Source: an optimization exercise on an open RTL-to-GDS flow (aim: small area, a short achievable clock period and few clock cycles per item). Production flows keep margins and buffers that such runs may drop. The RTL was checked by simulation tests, not by an equivalence proof against the original design. No activity file was given, so power comes from the tool's default toggle rates.

==> flow/design.v <==
module photre_enc (
    input  wire        clk,
    input  wire        rst,           
    input  wire        start,
    output wire        ready,         
    input  wire [6:0]  cfg_width,     
    input  wire [4:0]  cfg_rows,      
    input  wire [1:0]  cfg_depth,     
    input  wire [4:0]  cfg_q,         
    input  wire        cfg_mono,      
    input  wire        px_valid,
    output wire        px_ready,
    input  wire [15:0] px_data,
    output reg         out_valid,
    output reg  [31:0] out_data,
    output reg         out_last,
    output reg  [4:0]  out_k0,
    output reg  [15:0] out_nbits
);
    function [4:0] mstep;
        input [4:0] r;
        input       b;
        input [4:0] q;
        reg   [5:0] t;
        begin
            t = {r, b};
            mstep = (t >= {1'b0, q}) ? (t - {1'b0, q}) : t[4:0];
        end
    endfunction
    reg rst_r;
    always @(posedge clk) rst_r <= rst;
    wire srst = rst_r;
    reg        ready_r, pxr_r;
    assign ready    = ready_r;
    assign px_ready = pxr_r;
    reg [6:0]  cW;
    reg [4:0]  cR;
    reg [1:0]  cD;
    reg [4:0]  cQ;
    reg        cM;
    wire acc_start = start & ready_r;
    wire        p2 = ~cM;
    reg  [15:0] maxv;
    reg  [15:0] first;
    always @* begin
        case (cD)
            2'd0: begin maxv = 16'h03ff; first = 16'h0200; end
            2'd1: begin maxv = 16'h0fff; first = 16'h0800; end
            2'd2: begin maxv = 16'h3fff; first = 16'h2000; end
            default: begin maxv = 16'hffff; first = 16'h8000; end
        endcase
    end
    wire [3:0]  hq   = cQ[4:1];
    wire [6:0]  Wv   = 7'd64;
    wire [5:0]  N0v  = 6'd32;
    wire [7:0]  pWv  = p2 ? 8'd128 : 8'd64;
    reg        in_act;
    reg [6:0]  in_x;
    reg [4:0]  in_r;
    wire       in_last = (in_x == cW - 7'd1) && (in_r == cR - 5'd1);
    wire       take    = px_valid & pxr_r;
    always @(posedge clk) begin
        if (srst) begin
            in_act <= 1'b0;
        end else if (acc_start) begin
            in_act <= 1'b1;
            in_x   <= 7'd0;
            in_r   <= 5'd0;
        end else if (take) begin
            if (in_x == cW - 7'd1) begin
                in_x <= 7'd0;
                in_r <= in_r + 5'd1;
                if (in_r == cR - 5'd1) in_act <= 1'b0;
            end else begin
                in_x <= in_x + 7'd1;
            end
        end
    end
    reg        r0v;
    reg [15:0] d0;
    localparam F_REAL = 0, F_CODE = 1, F_GEND = 2, F_SEND = 3,
               F_NOA = 4, F_NOB = 5, F_RP = 6, F_N0 = 7, F_CF = 8;
    localparam PH_IDLE = 3'd0, PH_P1 = 3'd1, PH_RP = 3'd2, PH_NM = 3'd3, PH_FL = 3'd4, PH_CF = 3'd5;
    reg [2:0]  ph;
    reg [6:0]  x;
    reg [4:0]  r;
    reg [1:0]  fcnt;
    reg        it_val, it_in;
    reg [8:0]  it_fl;
    reg [2:0]  nx_ph;
    reg [6:0]  nx_x;
    reg [4:0]  nx_r;
    reg [1:0]  nx_fcnt;
    reg        it_real;
    always @* begin
        it_val  = 1'b0;
        it_in   = 1'b0;
        it_fl   = 9'd0;
        nx_ph   = ph;
        nx_x    = x;
        nx_r    = r;
        nx_fcnt = fcnt;
        it_real = (x < cW);
        case (ph)
        PH_P1, PH_RP, PH_NM: begin
            it_val = 1'b1;
            it_in  = it_real && (ph != PH_RP);
            it_fl[F_REAL] = it_real;
            it_fl[F_CODE] = it_real && (ph != PH_P1);
            it_fl[F_GEND] = it_real && ((x == cW - 7'd1) || (x[4:0] == 5'd31));
            it_fl[F_SEND] = it_real && (ph != PH_P1) && (x == cW - 7'd1) && (r == cR - 5'd1);
            it_fl[F_NOA]  = p2 ? (x < 7'd2) : (x == 7'd0);
            it_fl[F_NOB]  = p2 ? (r < 5'd2) : (r == 5'd0);
            it_fl[F_RP]   = (ph == PH_RP);
            it_fl[F_N0]   = (ph != PH_NM);
            if (ph == PH_P1) begin
                if (x == {1'b0, N0v} - 7'd1) begin
                    nx_ph = PH_RP;
                    nx_x  = 7'd0;
                end else begin
                    nx_x  = x + 7'd1;
                end
            end else if (ph == PH_RP) begin
                if (x == {1'b0, N0v} - 7'd1) begin
                    if ({1'b0, N0v} == Wv) begin
                        nx_x = 7'd0;
                        if (cR == 5'd1) begin
                            nx_ph   = PH_FL;
                            nx_fcnt = 2'd0;
                        end else begin
                            nx_ph = PH_NM;
                            nx_r  = 5'd1;
                        end
                    end else begin
                        nx_ph = PH_NM;
                        nx_x  = x + 7'd1;
                    end
                end else begin
                    nx_x = x + 7'd1;
                end
            end else begin
                if (x == Wv - 7'd1) begin
                    nx_x = 7'd0;
                    if (r == cR - 5'd1) begin
                        nx_ph   = PH_FL;
                        nx_fcnt = 2'd0;
                    end else begin
                        nx_r = r + 5'd1;
                    end
                end else begin
                    nx_x = x + 7'd1;
                end
            end
        end
        PH_CF: begin
            it_val = 1'b1;
            it_fl[F_CF] = 1'b1;
            nx_ph  = PH_P1;
            nx_x   = 7'd0;
            nx_r   = 5'd0;
        end
        PH_FL: begin
            it_val  = 1'b1;
            nx_fcnt = fcnt + 2'd1;
            if (fcnt == 2'd1) nx_ph = PH_IDLE;
        end
        default: ;
        endcase
    end
    localparam NB = 17;
    wire [2:0]  rw = (cQ == 5'd1) ? 3'd0 : (cQ < 5'd4) ? 3'd2 : (cQ < 5'd8) ? 3'd3 :
                     (cQ < 5'd16) ? 3'd4 : 3'd5;
    wire [5:0]  qone  = 6'd1 << rw;
    wire [4:0]  rmask = qone[4:0] - 5'd1;    
    wire [4:0]  kq    = qone[4:0] - cQ;      
    reg  [NB-1:0] fP;
    reg  [NB-1:0] mP;
    function [NB-1:0] pack;
        input [16:0] qv;
        input [4:0]  rv;
        input [2:0]  w;
        begin
            pack = ({qv[15:0], 5'd0} >> (5 - w)) | {12'd0, rv};
        end
    endfunction
    reg [8:0]  f1, f2;
    reg [15:0] x1, x2;            
    reg [4:0]  y1, y2;            
    reg [NB-1:0] c1, c2;
    reg        cgeb2, cleb2;
    reg        live;
    reg [6:0]  rot;
    reg        pkst_r;
    wire aligned = ~live | (rot == 7'd0);
    wire fadv    = it_val & aligned & ~pkst_r & (~it_in | r0v) & ~srst;
    wire consume = fadv & it_in;
    wire r0free  = ~r0v | consume;
    wire act     = acc_start & ~srst;
    reg  [NB-1:0] E1, E2, T1, T2;
    reg  [NB*28-1:0] sA;
    reg  [NB*32-1:0] sB32;
    reg  [NB*64-1:0] sB64;
    wire [NB-1:0] chA = sA[NB*28-1 -: NB];
    wire [NB-1:0] chB = f1[F_N0] ? chA : sB32[NB*32-1 -: NB];
    wire [NB-1:0] chC = (f1[F_N0] | ~p2) ? chB : sB64[NB*64-1 -: NB];
    wire [NB-1:0] rec;       
    always @(posedge clk) begin
        E1   <= fadv ? rec : T2;
        E2   <= E1;
        sA   <= {sA[NB*27-1:0], E2};
        sB32 <= {sB32[NB*31-1:0], chA};
        sB64 <= {sB64[NB*63-1:0], chB};
        T1   <= chC;
        T2   <= T1;
    end
    function [1:0] cmp17;
        input [16:0] a;
        input [16:0] b;
        integer i;
        reg eq, gt;
        begin
            eq = 1'b1;
            gt = 1'b0;
            for (i = 16; i >= 0; i = i - 1) begin
                gt = gt | (eq & a[i] & ~b[i]);
                eq = eq & ~(a[i] ^ b[i]);
            end
            cmp17 = {gt, eq};
        end
    endfunction
    function [20:0] dsteps;
        input [4:0]  r0;
        input [15:0] xin;
        input [4:0]  q;
        input integer hi;
        input integer lo;
        integer i;
        reg [4:0]  rr;
        reg [15:0] xx;
        reg [5:0]  t;
        begin
            rr = r0;
            xx = xin;
            for (i = 15; i >= 0; i = i - 1) begin
                if (i <= hi && i >= lo) begin
                    t = {rr, xx[i]};
                    if (t >= {1'b0, q}) begin
                        rr = t[4:0] - q;
                        xx[i] = 1'b1;
                    end else begin
                        rr = t[4:0];
                        xx[i] = 1'b0;
                    end
                end
            end
            dsteps = {rr, xx};
        end
    endfunction
    wire [15:0] xs0 = it_fl[F_CF] ? first : (d0 & maxv);
    wire [20:0] ds0 = dsteps(5'd0, xs0, cQ, 15, 8);
    wire [15:0] rpQ = chC >> rw;
    wire [4:0]  rpR = chC[4:0] & rmask;
    wire [NB-1:0] c0s = p2 ? T2 : T1;
    wire [20:0]   ds1  = dsteps(y1, x1, cQ, 7, 0);
    wire [NB-1:0] b1s  = f1[F_NOB] ? fP : T1;
    wire [1:0]    ccb  = cmp17(c1, b1s);
    wire          cgeb = ccb[1] | ccb[0];
    wire          cleb = ~ccb[1];
    wire [15:0]   Qv = x2;
    wire [4:0]    Rv = y2;
    wire [NB-1:0] b2 = f2[F_NOB] ? fP : T2;
    wire [NB-1:0] a2 = p2 ? E2 : E1;
    wire [4:0]    am = a2[4:0] & rmask;
    wire [4:0]    bm = b2[4:0] & rmask;
    wire [4:0]    cm = c2[4:0] & rmask;
    wire [1:0] cca  = cmp17(c2, a2);
    wire [1:0] cab  = cmp17(a2, b2);
    wire agtb = cab[1];
    wire cgea = cca[1] | cca[0];
    wire clea = ~cca[1];
    wire cmax = cgea & cgeb2;
    wire cmin = clea & cleb2;
    wire selB = f2[F_NOA] | (~f2[F_NOB] & ((cmax & agtb) | (~cmax & cmin & ~agtb)));
    wire selC = ~f2[F_NOA] & ~f2[F_NOB] & ~cmax & ~cmin;
    wire signed [6:0] rs0  = $signed({2'b00, am}) + $signed({2'b00, bm}) - $signed({2'b00, cm});
    wire              rsn  = rs0[6];
    wire              rsq  = ~rs0[6] & (rs0 >= $signed({2'b00, cQ}));
    wire        [4:0] abcm = rsn ? (rs0[4:0] + cQ) : rsq ? (rs0[4:0] - cQ) : rs0[4:0];
    wire        [NB:0] abs0 = {1'b0, a2} + {1'b0, b2} - {1'b0, c2};
    wire        [NB-1:0] abc = rsn ? (abs0[NB-1:0] - {12'd0, kq}) :
                               rsq ? (abs0[NB-1:0] + {12'd0, kq}) : abs0[NB-1:0];
    wire [5:0] rvh  = {1'b0, Rv} + {2'b00, hq};
    wire [5:0] rvl  = {1'b0, Rv} - {2'b00, hq};           
    wire       rvln = ({1'b0, Rv} < {2'b00, hq});
    wire [1:0] kA = {({1'b0, am}   > rvh), (~rvln & ({1'b0, am}   < rvl))};
    wire [1:0] kB = {({1'b0, bm}   > rvh), (~rvln & ({1'b0, bm}   < rvl))};
    wire [1:0] kC = {({1'b0, abcm} > rvh), (~rvln & ({1'b0, abcm} < rvl))};
    wire [1:0] kS = selB ? kB : selC ? kC : kA;
    wire [4:0] pmS = selB ? bm : selC ? abcm : am;
    wire [16:0] Qv1  = {1'b0, Qv} + 17'd1;
    wire [15:0] Qvm  = Qv - 16'd1;
    wire        qz   = (Qv == 16'd0);
    wire [16:0] Qru  = kS[1] ? {1'b0, Qvm} : kS[0] ? Qv1 : {1'b0, Qv};
    wire        rneg = kS[1] & qz;
    wire [NB-1:0] ruP = pack(Qru, pmS, rw);
    wire [1:0]    cmx = cmp17(ruP, mP);
    wire        rovf = Qru[16] | cmx[1];
    assign rec = rneg ? {NB{1'b0}} : rovf ? mP : ruP;
    wire [NB-1:0] Psel = selB ? b2 : selC ? abc : a2;
    wire [15:0]   Qp   = Psel >> rw;
    wire [17:0]   qe   = {rneg, rneg | Qru[16], Qru[15:0]} - {2'b00, Qp};
    wire [16:0]   msym = {qe[15:0] ^ {16{qe[17]}}, qe[17]};
    wire signed [6:0] mr0 = $signed({1'b0, y2, 1'b0}) - 7'sd1;
    wire [4:0]  mRn = mr0[6] ? (cQ - 5'd1) : (mr0 >= $signed({2'b00, cQ})) ? (mr0[4:0] - cQ) : mr0[4:0];
    wire [16:0] mQn = mr0[6] ? ({x2, 1'b0} - 17'd1) : (mr0 >= $signed({2'b00, cQ})) ? ({x2, 1'b0} + 17'd1) : {x2, 1'b0};
    wire ben = ~pkst_r;
    reg        r4v, r5v;
    reg [2:0]  f4;           
    reg [16:0] m4;
    reg  [22:0] sacc;             
    reg  [5:0]  gcnt;
    reg  [4:0]  kcur;
    wire [22:0] sm1 = sacc + {6'd0, m4};
    wire [5:0]  gn  = gcnt + 6'd1;
    function lt6;
        input [5:0] a;
        input [5:0] b;
        integer i;
        reg eq, lt;
        begin
            eq = 1'b1;
            lt = 1'b0;
            for (i = 5; i >= 0; i = i - 1) begin
                lt = lt | (eq & ~a[i] & b[i]);
                eq = eq & ~(a[i] ^ b[i]);
            end
            lt6 = lt;
        end
    endfunction
    reg  [4:0]  knew;
    reg  [16:0] kok;
    wire [27:0] smx = {6'd0, sm1[21:0]};
    reg  [16:0] hiz;                  
    integer     kj, ki;
    always @* begin
        hiz[16] = 1'b0;
        for (kj = 15; kj >= 0; kj = kj - 1)
            hiz[kj] = hiz[kj+1] | smx[kj + 6];
        for (ki = 0; ki < 17; ki = ki + 1)
            kok[ki] = sm1[22] | ((~hiz[ki]) & lt6(smx[ki +: 6], gn));
        knew = 5'd17;
        for (ki = 16; ki >= 0; ki = ki - 1)
            if (kok[ki]) knew = ki[4:0];
    end
    wire [16:0] u4   = m4 >> kcur;
    wire        esc4 = (|u4[16:5]) | (u4[4] & u4[3]);
    wire [16:0] lowm = m4 & ~(17'h1ffff << kcur);
    wire [17:0] fld4 = esc4 ? {1'b0, m4} : {lowm, 1'b1};
    wire [4:0]  off4 = esc4 ? 5'd24 : u4[4:0];
    wire [5:0]  cln4 = esc4 ? 6'd45 : ({1'b0, u4[4:0]} + {1'b0, kcur} + 6'd1);
    reg  [17:0] fld5;
    reg  [4:0]  off5;
    reg  [5:0]  cln5;
    reg         snd5;
    reg  [95:0] pacc;
    reg  [6:0]  pn;
    reg         pfl;
    reg         nbclr;
    wire        pk_in  = r5v & ~pkst_r;
    wire [6:0]  psh    = pn + {2'd0, off5};
    wire [48:0] prot   = {31'd0, fld5} << psh[4:0];
    wire        pw0    = pk_in & (psh[6:5] == 2'd0);
    wire        pw1    = pk_in & (psh[6:5] == 2'd1);
    wire        pw2    = pk_in & (psh[6:5] == 2'd2);
    wire [95:0] pins   = {({32{pw1}} & {15'd0, prot[48:32]}) | ({32{pw2}} & prot[31:0]),
                          ({32{pw0}} & {15'd0, prot[48:32]}) | ({32{pw1}} & prot[31:0]),
                          {32{pw0}} & prot[31:0]};
    wire [95:0] pT     = pacc | pins;
    wire [7:0]  pnt    = pk_in ? ({1'b0, pn} + {2'd0, cln5}) : {1'b0, pn};
    wire        pend_s = pfl | (pk_in & snd5);
    wire        pemit  = pend_s | (pnt >= 8'd32);
    wire        plast  = pend_s & (pnt <= 8'd32);
    wire [6:0]  pn_nx  = pemit ? ((pnt > 8'd32) ? (pnt[6:0] - 7'd32) : 7'd0) : pnt[6:0];
    wire        pfl_nx = pend_s & (pnt > 8'd32);
    wire        r5v_nx  = ben ? (r4v & f4[0]) : r5v;
    wire [5:0]  cln5_nx = ben ? cln4 : cln5;
    wire        pkst_nx = r5v_nx & (pfl_nx | (({1'b0, pn_nx} + {2'd0, cln5_nx}) > 8'd96));
    wire [7:0]  Lcur   = f1[F_N0] ? {2'd0, N0v} : pWv;
    reg         live_pr;
    reg  [6:0]  rot_pr;
    always @* begin
        live_pr = live;
        rot_pr  = rot;
        if (fadv) begin
            if (f2[F_N0]) live_pr = 1'b1;
        end else if (live) begin
            rot_pr = ({1'b0, rot} == Lcur - 8'd1) ? 7'd0 : rot + 7'd1;
        end
    end
    wire        live_nx = live_pr & ~act;
    wire [6:0]  rot_nx  = act ? 7'd0 : rot_pr;
    wire aligned_pr = ~live_pr | (rot_pr == 7'd0);
    wire [2:0]  ph_pr  = fadv ? nx_ph : ph;
    wire [6:0]  x_pr   = fadv ? nx_x  : x;
    wire        in_nx  = ((ph_pr == PH_P1) | (ph_pr == PH_NM)) & (x_pr < cW);
    wire        r0v_pr = pxr_r | (r0v & ~consume);
    wire        cons_pr = in_nx & aligned_pr & ~pkst_nx;
    wire        inact_pr = in_act & ~(pxr_r & in_last);
    wire        pxr_nx = ~rst & ~srst & inact_pr & (~r0v_pr | cons_pr);
    wire        rdy_nx = ~rst & ~srst & ~inact_pr & ~acc_start & (ph_pr == PH_IDLE);
    always @(posedge clk) begin
        pxr_r   <= pxr_nx;
        ready_r <= rdy_nx;
    end
    always @(posedge clk) begin
        if (r0free) d0 <= px_data;
    end
    always @(posedge clk) begin
        if (srst) begin
            ph     <= PH_IDLE;
            x      <= 7'd0;
            r      <= 5'd0;
            fcnt   <= 2'd0;
            r0v    <= 1'b0;
            f1     <= 9'd0;
            f2     <= 9'd0;
            live   <= 1'b0;
            rot    <= 7'd0;
        end else begin
            r0v  <= take | (r0v & ~consume);
            live <= live_nx;
            rot  <= rot_nx;
            if (act) begin
                cW  <= cfg_width;
                cR  <= cfg_rows;
                cD  <= cfg_depth;
                cQ  <= cfg_q;
                cM  <= cfg_mono;
                ph  <= PH_CF;
                x   <= 7'd0;
                r   <= 5'd0;
            end else if (fadv) begin
                ph   <= nx_ph;
                x    <= nx_x;
                r    <= nx_r;
                fcnt <= nx_fcnt;
            end
            if (fadv) begin
                f1 <= it_fl;
                f2 <= f1;
            end
        end
    end
    always @(posedge clk) begin
        if (fadv) begin
            x1    <= it_fl[F_RP] ? rpQ : ds0[15:0];
            y1    <= it_fl[F_RP] ? rpR : ds0[20:16];
            c1    <= c0s;
            x2    <= f1[F_RP] ? x1 : ds1[15:0];
            y2    <= f1[F_RP] ? y1 : ds1[20:16];
            c2    <= c1;
            cgeb2 <= cgeb;
            cleb2 <= cleb;
            if (f2[F_CF]) begin
                fP <= pack({1'b0, x2}, y2, rw);
                mP <= pack(mQn, mRn, rw);
            end
        end
    end
    always @(posedge clk) begin
        if (srst) begin
            r4v <= 1'b0;
            r5v <= 1'b0;
            sacc <= 23'h7fffff;
            gcnt <= 6'd0;
        end else if (ben) begin
            r4v <= fadv & f2[F_REAL];
            r5v <= r4v & f4[0];
            if (r4v) begin
                if (f4[1]) begin
                    sacc <= 23'h7fffff;
                    gcnt <= 6'd0;
                end else begin
                    sacc <= sm1;
                    gcnt <= gn;
                end
            end
        end
    end
    always @(posedge clk) begin
        if (ben) begin
            f4   <= {f2[F_SEND], f2[F_GEND], f2[F_CODE]};
            m4   <= msym;
            fld5 <= fld4;
            off5 <= off4;
            cln5 <= cln4;
            snd5 <= f4[2];
            if (r4v & f4[1]) begin
                kcur <= knew;
                if (!f4[0]) out_k0 <= knew;      
            end
        end
    end
    always @(posedge clk) begin
        if (srst) begin
            pacc   <= 96'd0;
            pn     <= 7'd0;
            pfl    <= 1'b0;
            pkst_r <= 1'b0;
            nbclr  <= 1'b1;
        end else begin
            pacc   <= pemit ? (pT >> 32) : pT;
            pn     <= pn_nx;
            pfl    <= pfl_nx;
            pkst_r <= pkst_nx;
            if (pk_in) begin
                out_nbits <= (nbclr ? 16'd0 : out_nbits) + {10'd0, cln5};
                nbclr     <= snd5;
            end
        end
    end
    always @(posedge clk) begin
        out_valid <= pemit & ~rst & ~srst;
        out_last  <= plast & ~rst & ~srst;
        out_data  <= pT[31:0];
    end
endmodule
==> flow/run.sh <==
#!/bin/bash
# synth_recipe.tcl (not shown) runs the flow's synth.tcl, then flattens the netlist and writes it again
# the make line also repeats each setting of config.mk as NAME=value (left out here)
make -C /OpenROAD-flow-scripts/flow DESIGN_CONFIG=/design/flow/config.mk WORK_HOME=/design/flow/orfs CLKGATE_MAP_FILE= SYNTH_SCRIPT=/design/flow/synth_recipe.tcl finish
==> flow/config.mk <==
export PLATFORM = sky130hd
export DESIGN_NAME = photre_enc
export DESIGN_NICKNAME = photre_enc
export VERILOG_FILES = /design/flow/design.v
export SDC_FILE = /design/flow/constraint.sdc
export NUM_CORES = 4
export LEC_CHECK = 0
export CAP_MARGIN = 5
export CORE_MARGIN = 2
export CORE_UTILIZATION = 40
export CTS_BUF_LIST = sky130_fd_sc_hd__clkbuf_8
export CTS_CLUSTER_DIAMETER = 50
export CTS_CLUSTER_SIZE = 16
export SLEW_MARGIN = 5
==> flow/constraint.sdc <==
create_clock -name core_clock -period 70.0 [get_ports {clk}]
set_input_delay 14.0000 -clock core_clock [delete_from_list [all_inputs] [get_ports {clk}]]
set_output_delay 14.0000 -clock core_clock [all_outputs]
set_load 0.01 [all_outputs]
==> run summary, run 1 <==
I/O Buffers 96; post_cts resized 0; Post-synth EDFFs 230; via count 47400; worst r2r dst y2[4]; Cell Rows 166; power share of the clock group 22.2%; net switching power 1.33 mW; Post-Synthesis Cells 6730; Max VDD drop 162 uV; Slowest-stage cell, CP clkdlybuf4s50_1; Sw Share 34.2%; Total Nets Final 7266; clk latency of the worst-skew pair 1010 ps; LEAKAGE 36.7 nW; setup TNS 0 ps; Post-CTS Setup Bufs 0; CTS tree yes; FF-to-FF Start cQ[1]; WL per Instance 17.8 um; GRT Resource Usage Total 16.4%; first-pass iteration count of the detailed router 5; Distinct cells, synth 99; Buf+Inv Stages, Crit Path 1; clock skew 64.2 ps; # hold bufs at CTS 0; Die Width 456 um; internal power 2.56 mW; vias in the first global route 47000; multi-input logic area 24900 um2; io pins 97; first-pass GRT wire length 271 mm; pwr dens 43.0 nW/um2; post-DR vias/cell 4.89; Worst Hold End sB64[790]; Comb power frac 35.0%; Netlist Area Pre-Place 81800 um2; Slew @ Worst Pin 1200 ps; final wirelength 173 mm; DRC violations left 0; crit-path cells clkdlybuf4s50_1; max_cap viols 0; critical path capture point type output pin; fmax 62.0 MHz; hold wc startpoint sB64[773]; path depth of the worst reg2reg path 64; CTS Sinks 2630; most frequent cells in the layout 2399 x dfxtp_1, 473 x nor2_1, 448 x nand2_1, 392 x a21oi_1, 304 x inv_1; Final Max Tran Viols 0; commonest non-fill, non-tap cell in the layout dfxtp_1; Setup-failing EPs final 0; initial antenna violation count 4; slew margin rel. 18.9%; critical path's top delay family buffers and inverters; CP startpoint kind flip-flop; placed insts 9364; worst stage delay on the critical path 760 ps; outcome finished clean; CTS Buffer Depth 3; Root Driver clkbuf_8; total core area 204000 um2; Final GP Congestion 0.895; critical path class reg -> out; Tcrit/Tclk final 23.0%; Initial Util 40.1%; share of async-settable or async-resettable flops after synthesis 0%; hold path depth 0; final hold vios 0; Worst EP arrival 2130 ps; final setup margin 53870 ps; CP required 56000 ps; Post-DRT Antenna Nets 0; # fillers 18600; ys flop type dfxtp_1; R2R Setup Slk 55180 ps; Avg Cell Area, Syn 12.2 um2; DP HPWL 118 mm; die area 208000 um2; Die H 456 um; Flop pwr share 42.8%; largest net degree at the start of global routing 96; P&R area growth vs syn 10.5%; sequential fraction of the synthesis area 67.2%; worst-path maximum fanout 4; final cell count without fillers 9711; layout cell share with drive strength beyond 1 8.08%; Overflow after GRT 0; warnings from Yosys 1; RSZ-0062 raised after global routing no; minimum clock period 16130 ps; HP Class reg -> reg; H-tree levels 4; DR iter-0 viols 3128; CTS buffer count 224; Clock transition at path regs 90 ps; Synth Register Bits 2630; Reg area 55000 um2; pre-CTS setup slack 53650 ps
area by class of cell:
| cell class | instances | area share, % |
|---|---|---|
| Inverter | 293 | 1.22 |
| Timing Repair Buffer | 173 | 1.70 |
| Sequential cell | 2630 | 60.8 |
| Clock buffer | 234 | 3.56 |
| Clock inverter | 111 | 1.36 |
| Multi-Input combinational cell | 3580 | 27.6 |
| Tap cell | 2688 | 3.72 |
| Antenna cell | 2 | 0.00554 |
per-layer routing:
layer	track usage [%]	up-vias	wire, um
li1	-	23400	-
met1	22.5	22800	81400
met2	25.9	1052	77200
met3	2.99	286	8970
met4	5.90	0	5280
met5	0	-	0
worst max-delay path by stage:
stage | depth (start not counted) | startpoint | endpoint | slack (ps)
after global placement | 4 | px_valid | in_r[0] | 53800
after floorplan | 2 | start | cD[0] | 54570
final | 1 | pxr_r | px_ready | 53870
after global routing | 64 | cQ[1] | y2[0] | 53450
after detailed placement | 4 | px_valid | in_r[4] | 53650
after CTS | 1 | pxr_r | px_ready | 53670
stage by stage:
step | utilization, % | total power [mW] | cell area (um2) | hold slack, ps
2_1_floorplan | - | 2.74 | 81800 | 310
3_3_place_gp | 42.1 | 3.01 | 85900 | 310
3_5_place_dp | 42.1 | 3.04 | 85900 | 312
4_1_cts | 44.3 | 3.92 | 90400 | 282
5_1_grt | 44.3 | 4.15 | 90400 | 293
6_report | 44.3 | 3.89 | 90400 | 287
synth_stat cells, types with 17 or more instances:
cell,number,area (um2)
dfxtp_1,2400,48000
nor2_1,477,1790
nand2_1,450,1690
a21oi_1,394,1970
inv_1,283,1060
ha_1,275,3440
edfxtp_1,230,6910
o21ai_0,220,1100
clkbuf_1,190,713
xnor2_1,185,1620
mux2i_1,182,1820
xor2_1,104,911
a211oi_1,101,758
a21o_1,97,728
nor3_1,82,410
nand3_1,79,395
mux2_2,73,822
nor2b_1,61,382
o211ai_1,56,420
maj3_1,53,531
and2_1,50,313
fa_1,49,981
and3_1,46,288
nand2b_1,46,288
o21bai_1,37,278
a221oi_1,30,263
a31oi_1,30,188
o22ai_1,28,175
a22oi_1,26,195
buf_1,25,93.8
or3_1,25,156
o2111ai_1,20,175
nand4_1,19,119
a221o_1,17,170
o21a_1,17,128
registers in the layout, indices dropped and copies added (netlist names), 18 cells and up:
| signal | count |
|---|---|
| out_data | 32 |
| fld5 | 18 |
| sA | 476 |
| pacc | 96 |
| sacc | 23 |
| sB64 | 1088 |
| sB32 | 544 |
cell families (layout without fill, tap and decap cells):
group                      count (synthesis)  count (layout)  synth area share, %
other                                      1               4              0.00458
buffers and inverters                    521             811                 2.45
AOI/OAI and AO/OA                       1233            1233                 9.87
adders and majority gates                379             379                 6.08
xor gates and xnor gates                 291             291                 3.13
DFF                                     2630            2630                 67.2
and+or+nand+nor                         1410            1410                 7.83
muxes                                    265             265                 3.46
power groups by stage:
stage	Combinational [mW]	Sequential, mW	Clock, mW
after floorplan	1.07	1.67	0
after global placement	1.31	1.70	0
after detailed placement	1.35	1.70	0
after CTS	1.36	1.66	0.899
after global routing	1.52	1.67	0.956
final	1.36	1.66	0.862
Testbench counts, summed over its fixed seeds: cycles 102,337, pixels 98,304.
==> run 2, diff against run 1 <==
==> flow/flow/run.sh (new file) <==
#!/bin/bash
# The standard layout (standard.sh), with plain buf_4 buffers on the ports
# in place of the delay buffers that buffer_ports picks by default.  The
# whole ORFS output goes to standard.log in the work folder.
set -euo pipefail
cd "$(dirname "$0")/.."
export BUFFER_PORTS_ARGS="-buffer_cell sky130_fd_sc_hd__buf_4"
bash standard.sh > standard.log 2>&1
==> flow/standard.sh (new file) <==
#!/bin/bash
# synth_recipe.tcl (not shown) runs the flow's synth.tcl, then flattens the netlist and writes it again
# the make line also repeats each setting of config.mk as NAME=value (left out here)
make -C /OpenROAD-flow-scripts/flow DESIGN_CONFIG=/design/flow/config.mk WORK_HOME=/design/flow/orfs CLKGATE_MAP_FILE= SYNTH_SCRIPT=/design/flow/synth_recipe.tcl "${@:-finish}"
removed: flow/run.sh
==> run 2 against run 1 <==
Still clean on timing, DRC and antenna. Design area decreased by 0.28%. Critical path depth stayed put. Fmax up 3.3%. Via count shrank 0.27%. Count of clock-buffer cells in the layout fell by 10. Sequential power about the same. Setup slack improved by 520 ps. Flip-flop and latch count unchanged. Combinational power hardly changed. Hold slack better by 7.5 ps. Critical path type unchanged. Critical endpoint is now out_nbits[7]. Largest power group unchanged.
==> run summary, run 2 <==
initial antenna violation count 6; most area-consuming cells after synthesis dfxtp_1 59%, edfxtp_1 8.4%, ha_1 4.2%; DRC violations left 0; Biggest register sB64; Final Max Tran Viols 0; Final GP Congestion 0.920; share of async-settable or async-resettable flops after synthesis 0%; # hold bufs at CTS 0; critical path's top delay family flip-flops; Placed Instance Area 85700 um2; Post-CTS Setup Bufs 0; Final Power 3.87 mW; CP startpoint kind flip-flop; Avg Cell Area, Syn 12.2 um2; CP required 56000 ps; Netlist Area Pre-Place 81800 um2; first-pass iteration count of the detailed router 8; critical path class reg -> out; die area 208000 um2; Overflow after GRT 0; largest net degree at the start of global routing 96; Yosys top cell area share 58.7%; warnings from Yosys 1; most frequent cell after synthesis dfxtp_1; RSZ-0062 raised after global routing no; Initial Util 40.1%; crit-path cells buf_4; sequential fraction of the synthesis area 67.2%; Slew @ Worst Pin 1240 ps; minimum clock period 15610 ps; post_cts resized 0; clock skew 89.1 ps; Post-DRT Antenna Nets 0; Clock transition at path regs 90 ps; Synth area leader dfxtp_1; worst-path maximum fanout 6; commonest cells in the synthesized netlist 2400 x dfxtp_1, 477 x nor2_1, 450 x nand2_1; total core area 204000 um2; clk latency of the worst-skew pair 1020 ps; I/O Buffers 96; Post-synth EDFFs 230; commonest non-fill, non-tap cell in the layout dfxtp_1; Slowest-stage cell, CP edfxtp_1; worst hold margin 295 ps; Top Registers sB64: 1088 flops, sB32: 544 flops, sA: 476 flops; CTS buffer count 219; Finished Core Util 44.2%; final cell count without fillers 9700; CTS tree yes; final wirelength 172 mm; WL per Instance 17.7 um; H-tree levels 4; worst stage delay on the critical path 480 ps; setup TNS 0 ps; first-pass GRT wire length 268 mm; final setup margin 54390 ps; Die H 456 um; Synth Register Bits 2630; Cell Rows 166; LEAKAGE 36.8 nW; Buf+Inv Stages, Crit Path 1; layout cell share with drive strength beyond 1 9.29%; HP Class reg -> reg; DP HPWL 118 mm; fmax 64.1 MHz; Setup-failing EPs final 0; Tcrit/Tclk final 22.3%; flip-flop count of the largest register after layout 1088; Distinct cells, synth 99; # fillers 18700; Max VDD drop 193 uV; slew margin rel. 16.6%; Post-Synthesis Cells 6730; placed insts 9365; most frequent cells in the layout 2399 x dfxtp_1, 473 x nor2_1, 448 x nand2_1, 392 x a21oi_1, 303 x inv_1; DR iter-0 viols 3273; pwr dens 43.0 nW/um2; P&R area growth vs syn 10.1%; Total Nets Final 7262; GRT Resource Usage Total 16.3%; pre-CTS setup slack 54090 ps; vias in the first global route 46700; CTS Buffer Depth 3; Root Driver clkbuf_8; design area 90100 um2; max_cap viols 0; outcome finished clean; Worst EP arrival 1610 ps; CTS Sinks 2630; final hold vios 0; Die Width 456 um; post-DR vias/cell 4.88; ys flop type dfxtp_1; via count 47300; critical path capture point type output pin; io pins 97
-- run 2: cell types whose count changed in the layout (fill, tap and decap cells not counted), moves of 2 or more --
cell             before  now
buf_4                77  174
clkinv_8             14   23
clkinv_1              5    7
bufinv_16             7   13
inv_12               10    6
inv_6                20   16
clkinv_16             2    0
clkinv_2             14    7
clkdlybuf4s50_1      96    0
clkbuf_8            234  224
-- run 2: area by class of cell --
class / instances / area (um2) / share of cell area [%]
multi-input combinational: 3580 / 24900 / 27.7
clock buffer: 224 / 3080 / 3.42
inverter: 293 / 1100 / 1.22
sequential: 2630 / 55000 / 61.0
clock inverter: 110 / 1360 / 1.51
timing repair buffer: 174 / 1310 / 1.45
antenna: 1 / 2.50 / 0.00278
tap: 2688 / 3360 / 3.73
-- run 2: per-layer routing --
layer | vias up | wire [um] | global-route usage [%]
li1 | 23300 | - | -
met1 | 22600 | 81600 | 22.6
met2 | 1033 | 76700 | 25.9
met3 | 304 | 8260 | 2.62
met4 | 2 | 5170 | 5.50
met5 | - | 20 | 0
-- run 2: final timing paths --
| kind | slack [ps] | end | depth (start not counted) | from |
|---|---|---|---|---|
| hold reg to reg | 290 | sB64[1081] | 0 | sB64[1064] |
| setup / recovery | 54390 | out_nbits[7] | 1 | out_nbits[7] |
| setup reg to reg | 55040 | m4[9] | 51 | cQ[2] |
| hold / removal | 290 | sB64[1081] | 0 | sB64[1064] |
-- run 2: cells by family (layout without fill, tap and decap cells) --
kind of cell | Yosys count | after routing | share of synthesized area (%)
flip-flops | 2630 | 2630 | 67.2
AO/OA/AOI/OAI | 1233 | 1233 | 9.87
adder cells (fa/ha/maj) | 379 | 379 | 6.08
buffers and inverters | 521 | 801 | 2.45
XOR/XNOR | 291 | 291 | 3.13
multiplexers | 265 | 265 | 3.46
other | 1 | 3 | 0.00458
AND/OR/NAND/NOR | 1410 | 1410 | 7.83
-- run 2: power by group --
group | switching (mW) | internal [mW]
registers | 0.0396 | 1.62
logic | 0.764 | 0.580
clock network | 0.501 | 0.363
==> run 3, diff against run 2 <==
==> flow/flow/run.sh (replaced) <==
#!/bin/bash
# The standard layout (standard.sh), with plain buf_2 buffers on the ports
# in place of the delay buffers that buffer_ports picks by default.  The
# whole ORFS output goes to standard.log in the work folder.
set -euo pipefail
cd "$(dirname "$0")/.."
export BUFFER_PORTS_ARGS="-buffer_cell sky130_fd_sc_hd__buf_2"
bash standard.sh > standard.log 2>&1
==> run 3 against run 2 <==
Critical endpoint unchanged. Sequential power about the same. Largest power group unchanged. Total power barely moved. Hold slack lost 12 ps. Non-clock buffer count shrank 1.
==> run summary, run 3 <==
CP startpoint kind flip-flop; Max VDD drop 157 uV; Post-Synthesis Cells 6730; Top Registers sB64: 1088 flops, sB32: 544 flops, sA: 476 flops; Initial Util 40.1%; Die Width 456 um; slew margin rel. 18.3%; warnings from Yosys 1; Post-synth EDFFs 230; first-pass iteration count of the detailed router 6; worst stage delay on the critical path 480 ps; io pins 97; layout cell share with drive strength beyond 1 9.31%; commonest non-fill, non-tap cell in the layout dfxtp_1; outcome finished clean; final hold vios 0; clock skew 72.6 ps; HP Class reg -> reg; ys flop type dfxtp_1; Tcrit/Tclk final 22.4%; CTS Sinks 2630; Sw Share 33.8%; pwr dens 43.1 nW/um2; first-pass GRT wire length 267 mm; Flop pwr share 42.9%; Clock transition at path regs 90 ps; CTS tree yes; sequential fraction of the synthesis area 67.2%; Die H 456 um; setup TNS 0 ps; vias in the first global route 46700; post-DR vias/cell 4.89; minimum clock period 15650 ps; I/O Buffers 96; H-tree levels 4; critical path capture point type output pin; internal power 2.56 mW; RSZ-0062 raised after global routing no; Root Driver clkbuf_8; Slew @ Worst Pin 1220 ps; LEAKAGE 36.8 nW; Buf+Inv Stages, Crit Path 1; Cell Rows 166; Overflow after GRT 0; net switching power 1.31 mW; fmax 63.9 MHz; Netlist Area Pre-Place 81800 um2; commonest cells in the synthesized netlist 2400 x dfxtp_1, 477 x nor2_1, 450 x nand2_1; largest net degree at the start of global routing 96; most frequent cell after synthesis dfxtp_1; initial antenna violation count 6; GRT Resource Usage Total 16.2%; Worst EP arrival 1650 ps; Post-DRT Antenna Nets 0; worst-path maximum fanout 6; critical path class reg -> out; Setup-failing EPs final 0; most frequent cells in the layout 2399 x dfxtp_1, 473 x nor2_1, 448 x nand2_1, 392 x a21oi_1, 306 x inv_1; DR iter-0 viols 3372; Final Max Tran Viols 0; crit-path cells buf_2; die area 208000 um2; max_cap viols 0; P&R area growth vs syn 9.80%; critical path's top delay family flip-flops; share of async-settable or async-resettable flops after synthesis 0%; # hold bufs at CTS 0; flip-flop count of the largest register after layout 1088; via count 47500; Synth Register Bits 2630; Post-CTS Setup Bufs 0; most area-consuming cells after synthesis dfxtp_1 59%, edfxtp_1 8.4%, ha_1 4.2%; WL per Instance 17.6 um; CP required 56000 ps; power share of the clock group 22.1%; Finished Core Util 44.0%; post_cts resized 0; Avg Cell Area, Syn 12.2 um2; total core area 204000 um2; CTS Buffer Depth 3; clk latency of the worst-skew pair 1000 ps; Comb power frac 34.9%; Slowest-stage cell, CP edfxtp_1; Yosys top cell area share 58.7%; Biggest register sB64; DRC violations left 0; CTS buffer count 220; Synth area leader dfxtp_1; Total Nets Final 7262; Final GP Congestion 0.905; DP HPWL 118 mm; Distinct cells, synth 99; final wirelength 171 mm
run 3: layer usage:
layer  wire length, um  part of all wire, %  vias up  global-route usage [%]
met5                 0                    0        -                       0
li1                  -                    -    23400                       -
met3              8070                  4.7      298                    2.54
met4              5100                  3.0        0                    5.63
met2             76800                   45     1098                    25.8
met1             81300                   47    22700                    22.3
run 3: layout make-up:
class | instances | area (um2)
Timing Repair Buffer | 173 | 1060
Inverter | 293 | 1100
Clock buffer | 230 | 3170
Tap cell | 2688 | 3360
Fill cell | 18700 | 114000
Antenna cell | 5 | 12.5
Sequential cell | 2630 | 55000
Clock inverter | 109 | 1240
Multi-Input combinational cell | 3580 | 24900
run 3: metrics by stage:
step | area (um2) | worst slack, ps | std cells | hold WS, ps | power, mW
after floorplan | 81800 | 54570 | 6731 | 310 | 2.74
after global placement | 85400 | 54030 | 9364 | 310 | 2.99
after detailed placement | 85400 | 53960 | 9364 | 312 | 3.03
after CTS | 89800 | 54150 | 9703 | 267 | 3.90
after global routing | 89800 | 53640 | 9704 | 282 | 4.12
final | 89800 | 54350 | 9708 | 282 | 3.87
run 3: kinds of logic after synthesis:
family	after synthesis	share of synthesized area, %
other cells	1	0.00458
flops	2630	67.2
compound gates	1233	9.87
fa+ha+maj	379	6.08
xor+xnor	291	3.13
mux	265	3.46
simple gates	1410	7.83
buf+inv	521	2.45
run 3: final timing paths:
check | from | cells after the start | end | slack (ps)
max | out_nbits[7] | 1 | out_nbits[7] | 54350
min | sB32[307] | 0 | sB32[324] | 280
max reg2reg | cQ[1] | 63 | y2[0] | 55240
min reg2reg | sB32[307] | 0 | sB32[324] | 280
run 3: power groups by stage:
stage	logic, mW	registers (mW)	clock network (mW)
2_1_floorplan	1.07	1.67	0
3_3_place_gp	1.29	1.70	0
3_5_place_dp	1.33	1.70	0
4_1_cts	1.34	1.66	0.891
5_1_grt	1.51	1.67	0.949
6_report	1.35	1.66	0.857
==> run 4, diff against run 3 <==
--- a/flow/config.mk
+++ b/flow/config.mk
@@ -9,6 +9,6 @@
 export CORE_MARGIN = 2
 export CORE_UTILIZATION = 40
-export CTS_BUF_LIST = sky130_fd_sc_hd__clkbuf_8
-export CTS_CLUSTER_DIAMETER = 50
-export CTS_CLUSTER_SIZE = 16
+export CTS_BUF_LIST = sky130_fd_sc_hd__clkbuf_16
+export CTS_CLUSTER_DIAMETER = 80
+export CTS_CLUSTER_SIZE = 30
 export SLEW_MARGIN = 5
==> run 4 against run 3 <==
Register-to-register slack better by 50 ps. Critical path depth unchanged. Design area down 0.67%. Via count down 1.5%. Combinational power about the same. Synthesized cell count unchanged. Sequential share of layout area up 0.42 points. Still clean. Fmax up 1.2%.
==> run summary, run 4 <==
Clock transition at path regs 100 ps; post-DR vias/cell 4.90; vias in the first global route 45600; Worst EP arrival 1470 ps; final hold vios 0; io pins 97; Post-Synthesis Cells 6730; worst hold margin 294 ps; # fillers 18700; DP HPWL 118 mm; RSZ-0062 raised after global routing no; Slowest-stage cell, CP edfxtp_1; Synth area leader dfxtp_1; H-tree levels 3; sequential fraction of the synthesis area 67.2%; fmax 64.6 MHz; Biggest register sB64; outcome finished clean; ys flop type dfxtp_1; Sw Share 33.6%; max_cap viols 0; CTS buffer count 117; pwr dens 42.8 nW/um2; DRC violations left 0; WL per Instance 17.8 um; Initial Util 40.1%; internal power 2.53 mW; Comb power frac 35.3%; multi-input logic area 24900 um2; slew margin rel. 17.4%; Flop pwr share 43.6%; most area-consuming cells after synthesis dfxtp_1 59%, edfxtp_1 8.4%, ha_1 4.2%; Yosys top cell area share 58.7%; final setup margin 54530 ps; pre-CTS setup slack 53960 ps; I/O Buffers 96; power share of the clock group 21.2%; minimum clock period 15470 ps; Final GP Congestion 0.905; post_cts resized 0; Slew @ Worst Pin 1230 ps; design area 89200 um2; via count 46800; CP required 56000 ps; Buf+Inv Stages, Crit Path 1; Avg Cell Area, Syn 12.2 um2; clk latency of the worst-skew pair 810 ps; critical path capture point type output pin; Cell Rows 166; M1 GR Usage 22.3%; HP Class reg -> reg; layout cell share with drive strength beyond 1 7.29%; Total Nets Final 7159; setup TNS 0 ps; final wirelength 169 mm; Synth Register Bits 2630; first-pass iteration count of the detailed router 7; Post-DRT Antenna Nets 0; share of async-settable or async-resettable flops after synthesis 0%; Top Registers sB64: 1088 flops, sB32: 544 flops, sA: 476 flops; Netlist Area Pre-Place 81800 um2; CTS Buffer Depth 3; critical path class reg -> out; Setup-failing EPs final 0; net switching power 1.28 mW; worst-path maximum fanout 6; LEAKAGE 36.3 nW; met2 Track Usage GR 25.8%; initial antenna violation count 7; commonest cells in the synthesized netlist 2400 x dfxtp_1, 477 x nor2_1, 450 x nand2_1; crit-path cells buf_2; Die H 456 um; Placed Instance Area 85400 um2; die area 208000 um2; M3 GR Usage 2.08%; Reg area 55000 um2; Die Width 456 um; Max VDD drop 156 uV; total core area 204000 um2; Root Driver clkbuf_16; first-pass GRT wire length 264 mm; GRT Resource Usage Total 15.9%; CTS Sinks 2630; flip-flop count of the largest register after layout 1088; Distinct cells, synth 99; most frequent cells in the layout 2399 x dfxtp_1, 473 x nor2_1, 448 x nand2_1, 392 x a21oi_1, 292 x inv_1; worst stage delay on the critical path 490 ps; commonest non-fill, non-tap cell in the layout dfxtp_1; DR iter-0 viols 3334; critical path's top delay family flip-flops; GR peak layer met2; Post-synth EDFFs 230; CP startpoint kind flip-flop; Overflow after GRT 0; largest net degree at the start of global routing 96; P&R area growth vs syn 9.06%; Finished Core Util 43.7%; warnings from Yosys 1; # hold bufs at CTS 0; most frequent cell after synthesis dfxtp_1; Tcrit/Tclk final 22.1%; clock skew 46.6 ps; CTS tree yes; Final Max Tran Viols 0; Post-CTS Setup Bufs 0
## run 4: area by class of cell
cell class	instances	share of cell area [%]
Inverter	293	1.23
Tap cell	2688	3.77
Timing Repair Buffer	173	1.19
Multi-Input combinational cell	3580	27.9
Sequential cell	2630	61.6
Clock buffer	118	3.31
Clock inverter	55	0.952
Antenna cell	3	0.00841
## run 4: power by group through the flow
stage / combinational (mW) / sequential [mW] / clock, mW
2_1_floorplan: 1.07 / 1.67 / 0
3_3_place_gp: 1.29 / 1.70 / 0
3_5_place_dp: 1.33 / 1.70 / 0
4_1_cts: 1.34 / 1.66 / 0.838
5_1_grt: 1.50 / 1.67 / 0.892
6_report: 1.35 / 1.66 / 0.809
## run 4: through the flow
step                power, mW  cells
finish                   3.82   9540
global route             4.06   9538
CTS                      3.84   9537
detailed placement       3.03   9364
global placement         2.99   9364
floorplan                2.74   6731
## run 4: path summary, 6_finish.rpt
path                                    from      endpoint  slack (ps)  depth (start not counted)
worst max register to register         cQ[1]         y2[0]       55290                         63
worst min register to register      sB64[99]     sB64[116]         290                          0
worst max-delay path            out_nbits[7]  out_nbits[7]       54530                          1
worst min-delay path                sB64[99]     sB64[116]         290                          0
## run 4: worst register-to-register path: cells and delay by family, from the launching register on
| family | cells | cell delay, ps |
|---|---|---|
| flops | 1 | 330 |
| mux | 3 | 790 |
| simple gates | 17 | 2010 |
| fa+ha+maj | 8 | 2890 |
| compound gates | 31 | 7340 |
| buf+inv | 4 | 1100 |
## run 4: logic make-up after synthesis
logic type      share of synthesized area (%)
simple gates                             7.83
fa+ha+maj                                6.08
flops                                    67.2
mux                                      3.46
xor+xnor                                 3.13
buf+inv                                  2.45
other cells                           0.00458
compound gates                           9.87
## run 4: per-layer routing
layer | share of wire [%] | vias up
li1 | - | 23100
met4 | 2.7 | 0
met2 | 45 | 986
met3 | 4.6 | 236
met5 | 0 | -
met1 | 48 | 22500
==> run 5, diff against run 4 <==
--- a/flow/design.v
+++ b/flow/design.v
@@ -407,5 +407,5 @@
     wire        cons_pr = in_nx & aligned_pr & ~pkst_nx;
     wire        inact_pr = in_act & ~(pxr_r & in_last);
-    wire        pxr_nx = ~rst & ~srst & inact_pr & (~r0v_pr | cons_pr);
+    wire        pxr_nx = ~rst & ~srst & ((inact_pr & (~r0v_pr | cons_pr)) | act);
     wire        rdy_nx = ~rst & ~srst & ~inact_pr & ~acc_start & (ph_pr == PH_IDLE);
     always @(posedge clk) begin
--- a/flow/config.mk
+++ b/flow/config.mk
@@ -11,4 +11,4 @@
 export CTS_BUF_LIST = sky130_fd_sc_hd__clkbuf_16
 export CTS_CLUSTER_DIAMETER = 80
-export CTS_CLUSTER_SIZE = 30
+export CTS_CLUSTER_SIZE = 35
 export SLEW_MARGIN = 5
==> run 5 against run 4 <==
Setup slack got worse by 380 ps. Total power up 2.9%. Critical path depth increased by 58. Sequential share of layout area is 0.53 points lower. First-iteration DRC count increased by 2.2%. Combinational power rose by 7%. Fmax shrank 2.4%.
==> run summary, run 5 <==
# fillers 18700; Final Max Tran Viols 0; Setup-failing EPs final 0; CP dominant cell by count o21ai_0; Post-CTS Setup Bufs 0; I/O Buffers 96; CTS Buffer Depth 3; Final GP Congestion 0.905; Yosys top cell area share 58.2%; minimum clock period 15860 ps; Final Power 3.93 mW; via count 47600; clock skew 60.3 ps; RSZ-0062 raised after global routing no; worst-path maximum fanout 19; ys flop type dfxtp_1; total core area 205000 um2; post-DR vias/cell 4.95; setup TNS 0 ps; Slowest-stage cell, CP a221oi_1; Flop pwr share 42.6%; Die Width 458 um; Cell Rows 166; internal power 2.57 mW; Die H 458 um; design area 90000 um2; Initial Util 40.3%; DRC violations left 0; first-pass GRT wire length 270 mm; initial antenna violation count 7; die area 210000 um2; post_cts resized 0; CTS buffer count 109; layout cell share with drive strength beyond 1 7.22%; Biggest register sB64; max_cap viols 0; Post-Synthesis Cells 6819; M3 GR Usage 1.94%; Finished Core Util 43.9%; HP Class reg -> reg; final cell count without fillers 9612; CTS Sinks 2630; sequential fraction of the synthesis area 66.6%; flip-flop count of the largest register after layout 1088; first-pass iteration count of the detailed router 6; P&R area growth vs syn 9.05%; critical path capture point type flip-flop; final wirelength 175 mm; slew margin rel. 19.2%; Synth Register Bits 2630; Clock transition at path regs 110 ps; H-tree levels 3; Top Registers sB64: 1088 flops, sB32: 544 flops, sA: 476 flops; Netlist Area Pre-Place 82500 um2; share of async-settable or async-resettable flops after synthesis 0%; fmax 63.1 MHz; DR iter-0 viols 3407; CP required 70570 ps; Overflow after GRT 0; warnings from Yosys 1; final hold vios 0; net switching power 1.35 mW; placed insts 9437; Comb power frac 36.7%; Avg Cell Area, Syn 12.1 um2; M1 GR Usage 23.2%; Slew @ Worst Pin 1210 ps; GR peak layer met2; Tcrit/Tclk final 22.7%; LEAKAGE 36.4 nW; Sw Share 34.5%; final setup margin 54140 ps; Placed Instance Area 86100 um2; Distinct cells, synth 109; Post-synth EDFFs 230; Reg area 55000 um2; io pins 97; most frequent cell after synthesis dfxtp_1; worst stage delay on the critical path 870 ps; multi-input logic area 25600 um2; vias in the first global route 46000; commonest cells in the synthesized netlist 2400 x dfxtp_1, 494 x nor2_1, 431 x nand2_1; # hold bufs at CTS 0; Max VDD drop 202 uV; Total Nets Final 7224; pwr dens 43.6 nW/um2; outcome finished clean; Root Driver clkbuf_16; Post-DRT Antenna Nets 0; Synth area leader dfxtp_1; WL per Instance 18.2 um; most frequent cells in the layout 2399 x dfxtp_1, 490 x nor2_1, 430 x nand2_1, 371 x a21oi_1, 287 x inv_1; GRT Resource Usage Total 16.3%; critical path class reg -> reg; clk latency of the worst-skew pair 810 ps; Worst EP arrival 16430 ps; most area-consuming cells after synthesis dfxtp_1 58%, edfxtp_1 8.4%, ha_1 4.2%; pre-CTS setup slack 54200 ps; power share of the clock group 20.8%; met2 Track Usage GR 25.7%; DP HPWL 122 mm; largest net degree at the start of global routing 96; commonest non-fill, non-tap cell in the layout dfxtp_1; worst hold margin 289 ps; CTS tree yes; CP startpoint kind flip-flop
## run 5: area by class of cell
class	instances	area share, %
Antenna cell	3	0.00834
Clock buffer	110	3.06
Clock inverter	62	1.32
Inverter	287	1.20
Multi-Input combinational cell	3662	28.5
Sequential cell	2630	61.1
Tap cell	2688	3.74
Timing Repair Buffer	170	1.15
## run 5: power groups by stage
stage	clock (mW)	sequential, mW	combinational (mW)
global placement	0	1.70	1.41
finish	0.815	1.67	1.44
detailed placement	0	1.71	1.43
CTS	0.844	1.67	1.44
floorplan	0	1.68	1.13
global route	0.896	1.68	1.61
## run 5: logic make-up (layout without fill, tap and decap cells)
family / Yosys count / after routing / synth area share (%)
AOI/OAI and AO/OA: 1272 / 1272 / 10.1
xor gates and xnor gates: 281 / 281 / 2.98
adders and majority gates: 362 / 362 / 5.82
buffers and inverters: 528 / 629 / 2.49
DFF: 2630 / 2630 / 66.6
muxes: 277 / 277 / 3.76
other: 1 / 5 / 0.00454
and+or+nand+nor: 1468 / 1468 / 8.25
## run 5: layer usage
metal  vias up  wire [um]
met2      1036      77200
met5         -         13
met3       265       7930
met4         2       5350
li1      23500          -
met1     22900      84300
## run 5: critical path: cells and delay by family (launching register included)
family                   cells  cell delay [ps]
multiplexers                 4             1380
buffers and inverters        3             1020
AND/OR/NAND/NOR             14             1730
adder cells (fa/ha/maj)      8             3070
AO/OA/AOI/OAI               30             8010
flip-flops                   1              340
## run 5: final timing paths
kind                  start         to  slack (ps)  depth (start not counted)
setup / recovery      cQ[1]      y2[3]       54140                         59
setup reg to reg      cQ[1]      y2[3]       54140                         59
hold / removal    sB64[544]  sB64[561]         290                          0
hold reg to reg   sB64[544]  sB64[561]         290                          0
Testbench counts of run 5, summed over its fixed seeds: cycles 102,241, pixels 98,304.
==> run 6, diff against run 5 <==
--- a/flow/config.mk
+++ b/flow/config.mk
@@ -11,4 +11,4 @@
 export CTS_BUF_LIST = sky130_fd_sc_hd__clkbuf_16
 export CTS_CLUSTER_DIAMETER = 80
-export CTS_CLUSTER_SIZE = 35
+export CTS_CLUSTER_SIZE = 30
 export SLEW_MARGIN = 5
==> run 6 against run 5 <==
Setup slack worse by 11 ps. Clock skew is 14 ps higher. Count of clock-buffer cells in the layout is 7 higher. Area after synthesis stayed put. Global-route usage hardly changed. Wire length hardly changed. Fmax hardly changed. Design area hardly changed. First-iteration DRC count is 0.23% lower. Sequential power hardly changed. Utilization hardly changed.
==> run summary, run 6 <==
outcome finished clean; Total Nets Final 7231; CP Depth 59; Slew @ Worst Pin 1250 ps; internal power 2.58 mW; pwr dens 43.6 nW/um2; post-DR vias/cell 4.96; vias in the first global route 46100; worst stage delay on the critical path 890 ps; Finished Core Util 43.9%; initial antenna violation count 7; Tcrit/Tclk final 22.7%; WL met3 8.01 mm; max_cap viols 0; end of the critical path y2[3]; Setup-failing EPs final 0; Post-synth EDFFs 230; Synth Register Bits 2630; warnings from Yosys 1; net switching power 1.34 mW; GRT Resource Usage Total 16.3%; final cell count without fillers 9619; Slowest-stage cell, CP a221oi_1; # hold bufs at CTS 0; DRC violations left 0; DP HPWL 122 mm; commonest cells in the synthesized netlist 2400 x dfxtp_1, 494 x nor2_1, 431 x nand2_1; Cell Rows 166; Worst EP arrival 16420 ps; P&R area growth vs syn 8.95%; pre-CTS setup slack 54200 ps; io pins 97; worst r2r dst y2[3]; post_cts resized 0; first-pass GRT wire length 270 mm; path depth of the worst reg2reg path 59; most area-consuming cells after synthesis dfxtp_1 58%, edfxtp_1 8.4%, ha_1 4.2%; Post-Synthesis Cells 6819; CTS tree yes; clk latency of the worst-skew pair 810 ps; Comb power frac 36.8%; share of async-settable or async-resettable flops after synthesis 0%; critical path's top delay family compound AO/OA/AOI/OAI gates; slew margin rel. 15.6%; R2R Setup Slk 54130 ps; Final Max Tran Viols 0; final setup margin 54130 ps; CTS buffer count 116; Avg Cell Area, Syn 12.1 um2; CP dominant cell by count o21ai_0; Final Power 3.92 mW; CTS Buffer Depth 3; clock skew 74.6 ps; Distinct cells, synth 109; commonest non-fill, non-tap cell in the layout dfxtp_1; most frequent cells in the layout 2399 x dfxtp_1, 490 x nor2_1, 430 x nand2_1, 371 x a21oi_1, 291 x inv_1; Die H 458 um; largest net degree at the start of global routing 96; layout cell share with drive strength beyond 1 7.16%; Clock transition at path regs 100 ps; Top Registers sB64: 1088 flops, sB32: 544 flops, sA: 476 flops; final wirelength 175 mm; DR iter-0 viols 3399; Die Width 458 um; Initial Util 40.3%; sequential fraction of the synthesis area 66.6%; Root Driver clkbuf_16; die area 210000 um2; power share of the clock group 20.6%; final hold vios 0; setup TNS 0 ps; Biggest register sB64; Sw Share 34.2%; I/O Buffers 96; Synth area leader dfxtp_1; via count 47800; Max VDD drop 201 uV; most frequent cell after synthesis dfxtp_1; Yosys top cell area share 58.2%; RSZ-0062 raised after global routing no; Crit. Startpoint cQ[1]; FF-to-FF Start cQ[1]; met1 wire length 83.9 mm; CP startpoint kind flip-flop; fmax 63.0 MHz; Top Metal Used met5; ys flop type dfxtp_1; minimum clock period 15870 ps; LEAKAGE 36.4 nW; first-pass iteration count of the detailed router 6; placed insts 9437; Final GP Congestion 0.905; WL per Instance 18.2 um; CP required 70550 ps; H-tree levels 3; met2 wire length 77.2 mm; Netlist Area Pre-Place 82500 um2; critical path class reg -> reg; flip-flop count of the largest register after layout 1088; Flop pwr share 42.6%; CTS Sinks 2630; critical path capture point type flip-flop; Buf+Inv Stages, Crit Path 3; HP Class reg -> reg; worst-path maximum fanout 19; Overflow after GRT 0; Post-DRT Antenna Nets 0; Post-CTS Setup Bufs 0; total core area 205000 um2
==> run 6: cells by family after synthesis <==
logic type | synth area share [%]
buf+inv | 2.49
fa+ha+maj | 5.82
xor+xnor | 2.98
other cells | 0.00454
compound gates | 10.1
flops | 66.6
simple gates | 8.25
mux | 3.76
==> run 6: cell type report <==
type	count	area, um2
fill	18700	115000
sequential	2630	55000
multi-input combinational	3662	25600
tap	2688	3360
clock buffer	117	2930
inverter	287	1080
timing repair buffer	170	1040
clock inverter	57	917
antenna	8	20.0
==> run 6: stage by stage <==
stage | instance area, um2 | hold WS, ps
after global routing | 89900 | 276
after global placement | 86100 | 310
final | 89900 | 291
after floorplan | 82500 | 310
after CTS | 89900 | 280
after detailed placement | 86100 | 312
==> run 6: power groups by stage <==
stage | Combinational, mW | Sequential (mW) | Clock, mW
floorplan | 1.13 | 1.68 | 0
global placement | 1.41 | 1.70 | 0
detailed placement | 1.43 | 1.71 | 0
CTS | 1.44 | 1.67 | 0.840
global route | 1.61 | 1.68 | 0.891
finish | 1.44 | 1.67 | 0.809
==> run 6: worst min-delay path by stage <==
stage / from / to / slack [ps] / cells after the start
2_1_floorplan: sA[83] / sA[100] / 310 / 0
4_1_cts: sB64[772] / sB64[789] / 280 / 0
5_1_grt: sB64[559] / sB64[576] / 280 / 0
3_3_place_gp: sA[118] / sA[135] / 310 / 0
3_5_place_dp: sB32[1] / sB32[18] / 310 / 0
6_report: sB64[882] / sB64[899] / 290 / 0
==> run 6: routing by layer <==
| layer | global-route usage (%) | vias to the layer above |
|---|---|---|
| met5 | 0 | - |
| met4 | 5.51 | 2 |
| met3 | 1.96 | 285 |
| met2 | 25.8 | 1062 |
| met1 | 23.2 | 22900 |
| li1 | - | 23500 |
==> run 7, diff against run 6 <==
--- a/flow/config.mk
+++ b/flow/config.mk
@@ -8,5 +8,5 @@
 export CAP_MARGIN = 5
 export CORE_MARGIN = 2
-export CORE_UTILIZATION = 40
+export CORE_UTILIZATION = 55
 export CTS_BUF_LIST = sky130_fd_sc_hd__clkbuf_16
 export CTS_CLUSTER_DIAMETER = 80
==> run 7 against run 6 <==
Sequential power is essentially flat. Critical path type unchanged. Utilization grew 16 points. Critical endpoint unchanged. Design area shrank 1.1%. Critical path depth grew 1. Die area shrank 27%. Area after synthesis is the same. Still clean. First-iteration DRC count grew 1.0%. Count of clock-buffer cells in the layout shrank 3. Register-to-register slack gained 370 ps. Sequential share of layout area grew 0.67 points.
==> run summary, run 7 <==
Initial Util 55.2%; first-pass iteration count of the detailed router 6; max_cap viols 0; HP Class reg -> reg; largest net degree at the start of global routing 96; CP startpoint kind flip-flop; CTS Buffer Depth 3; ys flop type dfxtp_1; die area 153000 um2; sequential fraction of the synthesis area 66.6%; most frequent cells in the layout 2399 x dfxtp_1, 490 x nor2_1, 430 x nand2_1, 371 x a21oi_1, 288 x inv_1; # fillers 12400; Setup-failing EPs final 0; Root Driver clkbuf_16; critical path capture point type flip-flop; DP HPWL 118 mm; Max VDD drop 185 uV; Biggest register sB64; Slew @ Worst Pin 1230 ps; Worst EP arrival 16030 ps; Ant. Diodes 0; most area-consuming cells after synthesis dfxtp_1 58%, edfxtp_1 8.4%, ha_1 4.2%; I/O Buffers 96; Synth area leader dfxtp_1; post-synthesis compound-gate area fraction 10.1%; RSZ-0062 raised after global routing no; total core area 149000 um2; DR iter-0 viols 3433; most frequent cell after synthesis dfxtp_1; Post-CTS Setup Bufs 0; final setup margin 54500 ps; vias in the first global route 45200; Synth Register Bits 2630; critical path class reg -> reg; minimum clock period 15500 ps; Netlist Area Pre-Place 82500 um2; Cell Rows 142; Clock transition at path regs 100 ps; CTS buffer count 114; R2R Setup Slk 54500 ps; Yosys top cell area share 58.2%; P&R area growth vs syn 7.78%; Overflow after GRT 0; CTS tree yes; CP dominant cell by count o21ai_0; GRT Resource Usage Total 21.9%; setup TNS 0 ps; pre-CTS setup slack 54100 ps; post-synthesis mux area share 3.76%; final hold vios 0; WL per Instance 18.9 um; commonest cells in the synthesized netlist 2400 x dfxtp_1, 494 x nor2_1, 431 x nand2_1; clock skew 67.4 ps; DRC violations left 0; Slowest-stage cell, CP a221oi_1; initial antenna violation count 7; Post-Synth Adder-Cell Area 5.82%; Post-DRT Antenna Nets 0; fmax 64.5 MHz; outcome finished clean; io pins 97; Die H 391 um; largest family of logic cells by synthesized area compound AO/OA/AOI/OAI gates; # hold bufs at CTS 0; worst stage delay on the critical path 860 ps; post-DR vias/cell 5.33; first-pass GRT wire length 262 mm; Distinct cells, synth 109; post_cts resized 0; Avg Cell Area, Syn 12.1 um2; commonest non-fill, non-tap cell in the layout dfxtp_1; via count 47600; final wirelength 169 mm; simple-gate area share of the yosys netlist 8.25%; layout cell share with drive strength beyond 1 7.16%; Final GP Congestion 0.927; share of async-settable or async-resettable flops after synthesis 0%; Final Max Tran Viols 0; Die Width 391 um; Post-Synthesis Cells 6819; xor/xnor share of the synthesized area 2.98%; pwr dens 43.7 nW/um2; Total Nets Final 7230; LEAKAGE 36.3 nW; Post-synth EDFFs 230; clk latency of the worst-skew pair 800 ps; multi-input logic area 25600 um2; CP required 70530 ps; slew margin rel. 17.7%; Reg area 55000 um2; CTS Sinks 2630; worst-path maximum fanout 19; H-tree levels 3; worst hold margin 286 ps; Top Registers sB64: 1088 flops, sB32: 544 flops, sA: 476 flops; warnings from Yosys 1; flip-flop count of the largest register after layout 1088; Tcrit/Tclk final 22.1%
[run 7: worst paths after layout]
check / startpoint / endpoint / cells past startpoint
worst max-delay path: cQ[1] / y2[3] / 60
worst min-delay path: sA[367] / sA[384] / 0
worst max register to register: cQ[1] / y2[3] / 60
worst min register to register: sA[367] / sA[384] / 0
[run 7: cell families (layout without fill, tap and decap cells)]
kind of cell               after synthesis  in the layout
buffers and inverters                  528            625
other                                    1              2
adders and majority gates              362            362
xor gates and xnor gates               281            281
DFF                                   2630           2630
AOI/OAI and AO/OA                     1272           1272
muxes                                  277            277
and+or+nand+nor                       1468           1468
[run 7: critical path, delay by kind of cell (launching register included)]
| kind | cells | cell delay (ps) |
|---|---|---|
| adders and majority gates | 8 | 2890 |
| and+or+nand+nor | 14 | 1720 |
| AOI/OAI and AO/OA | 30 | 7980 |
| buffers and inverters | 4 | 880 |
| DFF | 1 | 330 |
| muxes | 4 | 1390 |
[run 7: metal layers]
layer | wire length [um] | up-vias | track usage (%)
met4 | 4900 | 6 | 6.70
met1 | 83600 | 22700 | 33.1
met3 | 9400 | 276 | 2.93
li1 | - | 23500 | -
met5 | 40 | - | 0
met2 | 71200 | 1153 | 32.6
[run 7: metrics by stage]
stage / std cells / area, um2 / power [mW] / utilization (%)
after detailed placement: 8766 / 85200 / 3.12 / 57.0
after floorplan: 6820 / 82500 / 2.81 / -
after CTS: 8933 / 88900 / 3.92 / 59.5
final: 8933 / 88900 / 3.89 / 59.5
after global routing: 8933 / 88900 / 4.15 / 59.5
after global placement: 8766 / 85200 / 3.10 / 57.0
[run 7: cell type report]
type                       instances  area share [%]
inverter                         287            1.21
tap                             2016            2.84
multi-input combinational       3662            28.8
clock buffer                     114            3.21
sequential                      2630            61.8
clock inverter                    53           0.990
timing repair buffer             171            1.17
[run 7: report_power, final]
part	internal (mW)	switching, mW
registers	1.63	0.0398
clock network	0.319	0.477
logic	0.621	0.803

-- what the ideal ports hide --
No port has a modelled driver above. Below, the same layouts with a new extraction and two added sets of constraints.
Step 1, drivers: a clkbuf_16 drives clk and a buf_2 each remaining input, both assumed.
Step 2 also shifts input and output timing later by t, the mid clock arrival at the registers, as if the neighbouring blocks saw the same clock.
Three values: no drivers, after step 1, after step 2; two values: the first two.
| run | t, ns | setup slack, ns | hold WS [ns] | latest minus earliest clock arrival (ns) |
|---|---|---|---|---|
| run 1 | 1.055 | 53.874 / 53.795 / 53.737 | 0.287 / 0.287 / 0.287 | 0.087 / 0.086 |
| run 2 | 1.040 | 54.393 / 54.317 / 54.221 | 0.295 / 0.295 / 0.295 | 0.110 / 0.110 |
| run 3 | 1.043 | 54.348 / 54.269 / 53.997 | 0.282 / 0.282 / 0.282 | 0.073 / 0.073 |
| run 4 | 0.867 | 54.526 / 54.447 / 53.987 | 0.294 / 0.294 / 0.294 | 0.052 / 0.052 |
| run 5 | 0.855 | 54.141 / 54.141 / 54.141 | 0.289 / 0.289 / 0.289 | 0.076 / 0.076 |
| run 6 | 0.852 | 54.130 / 54.130 / 54.130 | 0.291 / 0.291 / 0.291 | 0.084 / 0.084 |
| run 7 | 0.845 | 54.499 / 54.499 / 54.104 | 0.286 / 0.286 / 0.286 | 0.072 / 0.073 |
After both steps every run listed still meets setup and hold. The setup slack of run 4, which loses most, moves by -0.079 ns with the drivers and by -0.539 ns with both steps.
